Source: an optimization exercise on an open RTL-to-GDS flow (aim: small area, a short achievable clock period and few clock cycles). Production flows keep margins and buffers that such runs may drop. The RTL was checked by simulation tests, not by an equivalence proof against the original design.

==> flow/design.v <==
module hsh_engine (
    input  wire        clk,
    input  wire        rst,         
    input  wire        req_valid,
    output wire        req_ready,
    input  wire        req_start,
    input  wire        req_final,
    input  wire [16:0] req_len,
    input  wire        in_valid,
    output wire        in_ready,
    input  wire [63:0] in_data,
    output wire        out_valid,
    input  wire        out_ready,
    output reg  [63:0] out_data
);
    localparam [2:0] S_IDLE = 3'd0,
                     S_LOAD = 3'd1,    
                     S_BLK  = 3'd2,    
                     S_RND  = 3'd3,    
                     S_ADD  = 3'd4,    
                     S_OUT  = 3'd5;    
    localparam [511:0] IV = {64'hcbbb9d5dc1059ed8, 64'h629a292a367cd507,
                             64'h9159015a3070dd17, 64'h152fecd8f70e5939,
                             64'h67332667ffc00b31, 64'h8eb44a8768581511,
                             64'hdb0c2e0d64f98fa7, 64'h47b5481dbefa4fa4};
    reg [2:0]    state;
    reg          final_r;
    reg [16:0]   len_r;
    reg [9:0]    nblk;       
    reg [9:0]    bidx;       
    reg [3:0]    widx;       
    reg [6:0]    rnd;
    reg [511:0]  hv;         
    reg [127:0]  cnt;        
    reg [1023:0] w;          
    reg [63:0]   a, b, c, d, e, f, g, h;
    wire [6:0] kidx = rnd;
    wire [63:0] kt =
        ({64{kidx == 7'd0}} & 64'h428a2f98d728ae22) |
        ({64{kidx == 7'd1}} & 64'h7137449123ef65cd) |
        ({64{kidx == 7'd2}} & 64'hb5c0fbcfec4d3b2f) |
        ({64{kidx == 7'd3}} & 64'he9b5dba58189dbbc) |
        ({64{kidx == 7'd4}} & 64'h3956c25bf348b538) |
        ({64{kidx == 7'd5}} & 64'h59f111f1b605d019) |
        ({64{kidx == 7'd6}} & 64'h923f82a4af194f9b) |
        ({64{kidx == 7'd7}} & 64'hab1c5ed5da6d8118) |
        ({64{kidx == 7'd8}} & 64'hd807aa98a3030242) |
        ({64{kidx == 7'd9}} & 64'h12835b0145706fbe) |
        ({64{kidx == 7'd10}} & 64'h243185be4ee4b28c) |
        ({64{kidx == 7'd11}} & 64'h550c7dc3d5ffb4e2) |
        ({64{kidx == 7'd12}} & 64'h72be5d74f27b896f) |
        ({64{kidx == 7'd13}} & 64'h80deb1fe3b1696b1) |
        ({64{kidx == 7'd14}} & 64'h9bdc06a725c71235) |
        ({64{kidx == 7'd15}} & 64'hc19bf174cf692694) |
        ({64{kidx == 7'd16}} & 64'he49b69c19ef14ad2) |
        ({64{kidx == 7'd17}} & 64'hefbe4786384f25e3) |
        ({64{kidx == 7'd18}} & 64'h0fc19dc68b8cd5b5) |
        ({64{kidx == 7'd19}} & 64'h240ca1cc77ac9c65) |
        ({64{kidx == 7'd20}} & 64'h2de92c6f592b0275) |
        ({64{kidx == 7'd21}} & 64'h4a7484aa6ea6e483) |
        ({64{kidx == 7'd22}} & 64'h5cb0a9dcbd41fbd4) |
        ({64{kidx == 7'd23}} & 64'h76f988da831153b5) |
        ({64{kidx == 7'd24}} & 64'h983e5152ee66dfab) |
        ({64{kidx == 7'd25}} & 64'ha831c66d2db43210) |
        ({64{kidx == 7'd26}} & 64'hb00327c898fb213f) |
        ({64{kidx == 7'd27}} & 64'hbf597fc7beef0ee4) |
        ({64{kidx == 7'd28}} & 64'hc6e00bf33da88fc2) |
        ({64{kidx == 7'd29}} & 64'hd5a79147930aa725) |
        ({64{kidx == 7'd30}} & 64'h06ca6351e003826f) |
        ({64{kidx == 7'd31}} & 64'h142929670a0e6e70) |
        ({64{kidx == 7'd32}} & 64'h27b70a8546d22ffc) |
        ({64{kidx == 7'd33}} & 64'h2e1b21385c26c926) |
        ({64{kidx == 7'd34}} & 64'h4d2c6dfc5ac42aed) |
        ({64{kidx == 7'd35}} & 64'h53380d139d95b3df) |
        ({64{kidx == 7'd36}} & 64'h650a73548baf63de) |
        ({64{kidx == 7'd37}} & 64'h766a0abb3c77b2a8) |
        ({64{kidx == 7'd38}} & 64'h81c2c92e47edaee6) |
        ({64{kidx == 7'd39}} & 64'h92722c851482353b) |
        ({64{kidx == 7'd40}} & 64'ha2bfe8a14cf10364) |
        ({64{kidx == 7'd41}} & 64'ha81a664bbc423001) |
        ({64{kidx == 7'd42}} & 64'hc24b8b70d0f89791) |
        ({64{kidx == 7'd43}} & 64'hc76c51a30654be30) |
        ({64{kidx == 7'd44}} & 64'hd192e819d6ef5218) |
        ({64{kidx == 7'd45}} & 64'hd69906245565a910) |
        ({64{kidx == 7'd46}} & 64'hf40e35855771202a) |
        ({64{kidx == 7'd47}} & 64'h106aa07032bbd1b8) |
        ({64{kidx == 7'd48}} & 64'h19a4c116b8d2d0c8) |
        ({64{kidx == 7'd49}} & 64'h1e376c085141ab53) |
        ({64{kidx == 7'd50}} & 64'h2748774cdf8eeb99) |
        ({64{kidx == 7'd51}} & 64'h34b0bcb5e19b48a8) |
        ({64{kidx == 7'd52}} & 64'h391c0cb3c5c95a63) |
        ({64{kidx == 7'd53}} & 64'h4ed8aa4ae3418acb) |
        ({64{kidx == 7'd54}} & 64'h5b9cca4f7763e373) |
        ({64{kidx == 7'd55}} & 64'h682e6ff3d6b2b8a3) |
        ({64{kidx == 7'd56}} & 64'h748f82ee5defb2fc) |
        ({64{kidx == 7'd57}} & 64'h78a5636f43172f60) |
        ({64{kidx == 7'd58}} & 64'h84c87814a1f0ab72) |
        ({64{kidx == 7'd59}} & 64'h8cc702081a6439ec) |
        ({64{kidx == 7'd60}} & 64'h90befffa23631e28) |
        ({64{kidx == 7'd61}} & 64'ha4506cebde82bde9) |
        ({64{kidx == 7'd62}} & 64'hbef9a3f7b2c67915) |
        ({64{kidx == 7'd63}} & 64'hc67178f2e372532b) |
        ({64{kidx == 7'd64}} & 64'hca273eceea26619c) |
        ({64{kidx == 7'd65}} & 64'hd186b8c721c0c207) |
        ({64{kidx == 7'd66}} & 64'heada7dd6cde0eb1e) |
        ({64{kidx == 7'd67}} & 64'hf57d4f7fee6ed178) |
        ({64{kidx == 7'd68}} & 64'h06f067aa72176fba) |
        ({64{kidx == 7'd69}} & 64'h0a637dc5a2c898a6) |
        ({64{kidx == 7'd70}} & 64'h113f9804bef90dae) |
        ({64{kidx == 7'd71}} & 64'h1b710b35131c471b) |
        ({64{kidx == 7'd72}} & 64'h28db77f523047d84) |
        ({64{kidx == 7'd73}} & 64'h32caab7b40c72493) |
        ({64{kidx == 7'd74}} & 64'h3c9ebe0a15c9bebc) |
        ({64{kidx == 7'd75}} & 64'h431d67c49c100d4c) |
        ({64{kidx == 7'd76}} & 64'h4cc5d4becb3e42b6) |
        ({64{kidx == 7'd77}} & 64'h597f299cfc657e2a) |
        ({64{kidx == 7'd78}} & 64'h5fcb6fab3ad6faec) |
        ({64{kidx == 7'd79}} & 64'h6c44198c4a475817);
    wire [127:0] total  = cnt + {111'd0, len_r};
    wire [127:0] bitlen = {total[124:0], 3'b000};
    wire [17:0] boff     = {1'b0, bidx, widx, 3'b000};
    wire        word_in  = boff < {1'b0, len_r};
    wire        pad_here = final_r && (boff[17:3] == {1'b0, len_r[16:3]});
    wire        lenword  = final_r && (bidx == nblk - 10'd1) && (widx[3:1] == 3'b111);
    wire [63:0] keep_mask = ~(64'hffffffffffffffff >> {len_r[2:0], 3'b000});
    wire [63:0] pad_bit   = 64'h8000000000000000 >> {len_r[2:0], 3'b000};
    reg  [63:0] gword;
    always @(*) begin
        if (word_in) begin
            if (pad_here)
                gword = (in_data & keep_mask) | pad_bit;
            else
                gword = in_data;
        end else if (pad_here) begin
            gword = 64'h8000000000000000;
        end else if (lenword) begin
            gword = widx[0] ? bitlen[63:0] : bitlen[127:64];
        end else begin
            gword = 64'h0;
        end
    end
    wire gather_go = (state == S_BLK) && (!word_in || in_valid);
    wire [63:0] w0  = w[63:0];
    wire [63:0] w1  = w[127:64];
    wire [63:0] w9  = w[639:576];
    wire [63:0] w14 = w[959:896];
    wire [63:0] ss0 = {w1[0:0], w1[63:1]} ^ {w1[7:0], w1[63:8]} ^ (w1 >> 7);
    wire [63:0] ss1 = {w14[18:0], w14[63:19]} ^ {w14[60:0], w14[63:61]} ^ (w14 >> 6);
    wire [63:0] wnext = w0 + ss0 + w9 + ss1;
    wire [63:0] bs1 = {e[13:0], e[63:14]} ^ {e[17:0], e[63:18]} ^ {e[40:0], e[63:41]};
    wire [63:0] bs0 = {a[27:0], a[63:28]} ^ {a[33:0], a[63:34]} ^ {a[38:0], a[63:39]};
    wire [63:0] ch  = (e & f) ^ (~e & g);
    wire [63:0] maj = (a & b) ^ (a & c) ^ (b & c);
    wire [63:0] t1  = h + bs1 + ch + kt + w0;
    wire [63:0] t2  = bs0 + maj;
    assign req_ready = (state == S_IDLE);
    assign in_ready  = (state == S_LOAD) || ((state == S_BLK) && word_in);
    assign out_valid = (state == S_OUT);
    always @(*) begin
        case (widx)
            4'd0: out_data = hv[511:448];
            4'd1: out_data = hv[447:384];
            4'd2: out_data = hv[383:320];
            4'd3: out_data = hv[319:256];
            4'd4: out_data = hv[255:192];
            4'd5: out_data = hv[191:128];
            4'd6: out_data = hv[127:64];
            4'd7: out_data = hv[63:0];
            4'd8: out_data = total[63:0];
            default: out_data = total[127:64];
        endcase
    end
    wire [17:0] nblk_calc = req_final ? (({1'b0, req_len} + 18'd144) >> 7)
                                      : ({1'b0, req_len} >> 7);
    always @(posedge clk) begin
        if (rst) begin
            state <= S_IDLE;
            widx  <= 4'd0;
        end else begin
            case (state)
                S_IDLE: begin
                    if (req_valid) begin
                        final_r <= req_final;
                        len_r   <= req_len;
                        nblk    <= nblk_calc[9:0];
                        bidx    <= 10'd0;
                        widx    <= 4'd0;
                        if (req_start) begin
                            hv    <= IV;
                            cnt   <= 128'd0;
                            state <= (nblk_calc == 18'd0) ? S_OUT : S_BLK;
                        end else begin
                            state <= S_LOAD;
                        end
                    end
                end
                S_LOAD: begin
                    if (in_valid) begin
                        if (widx < 4'd8)
                            hv <= {hv[447:0], in_data};
                        else
                            cnt <= {in_data, cnt[127:64]};
                        if (widx == 4'd9) begin
                            widx  <= 4'd0;
                            state <= (nblk == 10'd0) ? S_OUT : S_BLK;
                        end else begin
                            widx <= widx + 4'd1;
                        end
                    end
                end
                S_BLK: begin
                    if (gather_go) begin
                        w    <= {gword, w[1023:64]};
                        widx <= widx + 4'd1;
                        if (widx == 4'd15) begin
                            {a, b, c, d, e, f, g, h} <= hv;
                            rnd   <= 7'd0;
                            state <= S_RND;
                        end
                    end
                end
                S_RND: begin
                    a <= t1 + t2;
                    b <= a;
                    c <= b;
                    d <= c;
                    e <= d + t1;
                    f <= e;
                    g <= f;
                    h <= g;
                    w <= {wnext, w[1023:64]};
                    rnd <= rnd + 7'd1;
                    if (rnd == 7'd79)
                        state <= S_ADD;
                end
                S_ADD: begin
                    hv <= {hv[511:448] + a, hv[447:384] + b, hv[383:320] + c, hv[319:256] + d,
                           hv[255:192] + e, hv[191:128] + f, hv[127:64]  + g, hv[63:0]    + h};
                    if (bidx == nblk - 10'd1) begin
                        state <= S_OUT;
                    end else begin
                        bidx  <= bidx + 10'd1;
                        state <= S_BLK;
                    end
                end
                S_OUT: begin
                    if (out_ready) begin
                        if (widx == 4'd9) begin
                            widx  <= 4'd0;
                            state <= S_IDLE;
                        end else begin
                            widx <= widx + 4'd1;
                        end
                    end
                end
                default: state <= S_IDLE;
            endcase
        end
    end
endmodule
==> flow/run.sh <==
#!/bin/bash
# synth_recipe.tcl (not shown) runs the flow's synth.tcl, then flattens the netlist and writes it again
# the make line also repeats each setting of config.mk as NAME=value (left out here)
make -C /OpenROAD-flow-scripts/flow DESIGN_CONFIG=/design/flow/config.mk WORK_HOME=/design/flow/orfs CLKGATE_MAP_FILE= SYNTH_SCRIPT=/design/flow/synth_recipe.tcl finish
==> flow/config.mk <==
export PLATFORM = sky130hd
export DESIGN_NAME = hsh_engine
export DESIGN_NICKNAME = hsh_engine
export VERILOG_FILES = /design/flow/design.v
export SDC_FILE = /design/flow/constraint.sdc
export NUM_CORES = 4
export LEC_CHECK = 0
export CAP_MARGIN = 20
export CORE_MARGIN = 2
export CORE_UTILIZATION = 40
export SLEW_MARGIN = 20
==> flow/constraint.sdc <==
create_clock -name core_clock -period 11.5 [get_ports {clk}]
set_input_delay 2.3000 -clock core_clock [delete_from_list [all_inputs] [get_ports {clk}]]
set_output_delay 2.3000 -clock core_clock [all_outputs]
set_load 0.01 [all_outputs]
==> impl_metrics.toml <==
[run_status]
outcome = "finished clean"

[sta]
hold_viol_final = 0
max_freq_mhz = 89.2
setup_viol = 0
layout_min_cycle_time_ps = 11220
period_share_pct = 97.5
relSlewSlack_pct = 12.6
setup-tns-final_ps = 0
worst_slack_ps = 284
worst_slew_pin_slew_ps = 1310
finClkSkew_ps = 124
maxSlewViolCount = 0
holdWs_ps = 330

[placement]
portBuffers = 154
routabilityCongestion = 1.11
dp_hpwl_mm = 607
placed_area_um2 = 168000
place_ws_ps = -71.5

[detailed_routing]
drc = 0
ant_nets = 0
wire_per_inst_um = 34.9
drt_iter0_markers = 18400
viasPerCell = 6.12
routed_wl_mm = 754
dr_total_vias = 132000
drt_pass1_iterations = 7

[synth]
synth_nets = 16500
yosys_warnings = 1
synth_edf_count = 2221
ys_seq_elements = 2228
mappedNetlistArea_um2 = 151000
async_reset_ff_share_pct = 0
postSynthAreaPerCell_um2 = 9.90
synth_flop_cell = "edfxtp_1"
syn_inst = 15300
synthDistinctLibCells = 114
ys_seq_area_share_pct = 44.2

[hold_path]
hold_class = "flop to flop"
holdPathStages = 0

[die]
initial_core_util_pct = 40.2
die_y_um = 619
die_width_um = 619
rows = 225
core_area_um2 = 376000
io_pins = 155
dieArea_um2 = 383000

[clocking]
hold_buffers = 0
insertion_delay_ps = 980
numCtsBuffers = 270
h-tree-depth = 5
clock_path_buffers = 4
tritoncts = "done"
cts_root_buffer = "clkbuf_16"
clkSinkCount = 2228
clk_pin_slew_ps = 60

[grt]
grt.total_usage_pct = 38.4
antenna_found_initial = 61
grt_pass1_wl_mm = 1020
globalRouteOverflowTotal = 0
grt_max_degree = 211
grt_pass1_vias = 123000

[finish]
fin_area_um2 = 177000
n_fill_cell = 35500
nets = 17600
synthToLayoutAreaGrowth_pct = 16.9
drive_gt1_share_pct = 12.6

[setup_path]
start_kind = "flop"
worst_path_largest_cell_delay_ps = 910
cp.required_ps = 12140
critPathMaxFanout = 5
r2r_cells = 46
slowest_stage = "a2111oi_2"
crit_arrival_ps = 11850
criticalPathCategory = "flop to flop"
worstSetupEndpointType = "flop"
path_common_cell = "buf_4"

[run]
cap_violations = 0
==> cell type report <==
cell class | instances | area [µm²] | area share (%)
multi-input cells | 11400 | 78600 | 44.5
flip-flops and latches | 2228 | 66800 | 37.8
repair buffers | 1632 | 13300 | 7.53
clock buffers | 341 | 7090 | 4.01
well taps | 4994 | 6250 | 3.54
inverters | 817 | 3070 | 1.74
clock inverters | 130 | 1330 | 0.751
diodes | 63 | 158 | 0.0892
==> registers in the layout, indices dropped and copies added, names as in the netlist, 7 cells and up <==
| register | count |
|---|---|
| d | 64 |
| nblk | 10 |
| f | 64 |
| len_r | 17 |
| h | 64 |
| e | 64 |
| b | 64 |
| a | 64 |
| hv | 512 |
| rnd | 7 |
| bidx | 10 |
| w | 1024 |
| g | 64 |
| cnt | 128 |
| c | 64 |
==> timing repair <==
action / 4_1_cts / 5_1_grt
setup endpoints to repair: 5 / 37
pin swaps: 0 / 7
gates resized for setup: 1 / 43
setup buffers: 0 / 8
==> cells in the final DEF (no fill, tap or decap), types with 60 or more instances in the layout <==
cell type / count
and2_1: 163
edfxtp_1: 2221
a31oi_1: 133
nor3_1: 195
xor2_1: 582
o21a_1: 99
diode_2: 63
o21bai_1: 123
nand3_1: 315
nor2_1: 724
inv_1: 813
a22oi_1: 176
clkbuf_1: 67
nor4_1: 86
a21o_1: 532
nand2b_1: 118
xnor2_1: 766
clkdlybuf4s50_1: 154
buf_4: 1425
ha_1: 797
a211oi_1: 96
fa_1: 388
a221oi_1: 84
nand4_1: 235
o211ai_1: 67
and3_1: 124
mux2_2: 60
o21ai_0: 1090
a21oi_1: 1165
clkbuf_16: 272
a22o_1: 71
nand2_1: 2245
nor2b_1: 93
o31ai_1: 68
==> cell usage after synthesis, types with 31 or more instances <==
cell type | n | area share [%]
a211o_1 | 42 | 0.24
a211oi_1 | 100 | 0.50
a21o_1 | 532 | 2.6
a21oi_1 | 1167 | 3.9
a221oi_1 | 86 | 0.50
a22o_1 | 71 | 0.41
a22oi_1 | 176 | 0.87
a31oi_1 | 135 | 0.56
and2_1 | 171 | 0.71
and3_1 | 125 | 0.52
and4_1 | 38 | 0.22
buf_1 | 49 | 0.12
clkbuf_1 | 728 | 1.8
edfxtp_1 | 2221 | 44
fa_1 | 388 | 5.1
ha_1 | 798 | 6.6
inv_1 | 814 | 2.0
mux2_2 | 60 | 0.45
nand2_1 | 2249 | 5.6
nand2b_1 | 120 | 0.50
nand3_1 | 315 | 1.0
nand4_1 | 235 | 0.97
nor2_1 | 734 | 1.8
nor2b_1 | 95 | 0.39
nor3_1 | 201 | 0.67
nor4_1 | 93 | 0.39
o2111ai_1 | 40 | 0.23
o211ai_1 | 67 | 0.33
o21a_1 | 99 | 0.49
o21ai_0 | 1098 | 3.6
o21bai_1 | 123 | 0.61
o31ai_1 | 70 | 0.35
or2_2 | 32 | 0.13
or3_1 | 50 | 0.21
or4_1 | 31 | 0.15
xnor2_1 | 776 | 4.5
xor2_1 | 584 | 3.4
==> path summary, 6_finish.rpt <==
kind	to	from	slack [ps]
worst max register to register	e[63]	rnd[1]	280
worst min-delay path	w[284]	w[348]	330
worst max-delay path	e[63]	rnd[1]	280
worst min register to register	w[284]	w[348]	330
==> critical path, delay by kind of cell (launching register included) <==
kind / cells / cell delay, ps
AO/OA/AOI/OAI: 17 / 4400
XOR/XNOR: 3 / 470
adder cells (fa/ha/maj): 6 / 2390
buffers and inverters: 11 / 1790
flip-flops: 1 / 450
AND/OR/NAND/NOR: 9 / 1450
==> layer usage <==
| metal | vias to the layer above | routed length, µm | track usage, % |
|---|---|---|---|
| li1 | 57600 | - | - |
| met2 | 8108 | 311000 | 55.3 |
| met4 | 18 | 66600 | 27.9 |
| met1 | 65100 | 297000 | 50.7 |
| met5 | - | 111 | 0 |
| met3 | 1604 | 80400 | 8.60 |
==> stage by stage <==
| stage | std cells | util (%) |
|---|---|---|
| floorplan | 15300 | - |
| global placement | 21100 | 44.6 |
| detailed placement | 21100 | 44.7 |
| CTS | 21600 | 46.9 |
| global route | 21600 | 47.0 |
| finish | 21600 | 47.0 |
==> kinds of logic (layout without fill, tap and decap cells) <==
group / Yosys count / in the layout / share of synthesized area, %
buffers and inverters: 1612 / 2920 / 4.04
AO/OA/AOI/OAI: 4191 / 4191 / 17.5
multiplexers: 82 / 82 / 0.593
adder cells (fa/ha/maj): 1214 / 1214 / 11.9
other: 0 / 63 / 0
AND/OR/NAND/NOR: 4577 / 4577 / 13.8
XOR/XNOR: 1360 / 1360 / 7.88
flip-flops: 2228 / 2228 / 44.2
Testbench counts, summed over its fixed seeds: cycles 49,251.

[re-timing with driven ports]
How much do the figures lean on ideal ports? The routed layout below was timed once more, with nothing changed but the port constraints. Step 1, drivers: a clkbuf_16 drives clk and a buf_2 each remaining input, both assumed. Step 2 moves the port delays by t, midway between the first and last clock arrival at a register: inputs arrive t later, outputs are due t later. That takes back most of the time a late clock gives input paths. a / b / c = no drivers / after step 1 / after step 2; a / b = the first two.
t, ns: 1.042
slack for setup (ns): 0.284 / 0.284 / 0.284
worst hold slack (ns): 0.330 / 0.330 / 0.330
worst setup path at the end: register to register
After both steps this run still meets setup and hold. The setup slack of this run moves by 0.000 ns with the drivers and by 0.000 ns with both steps.
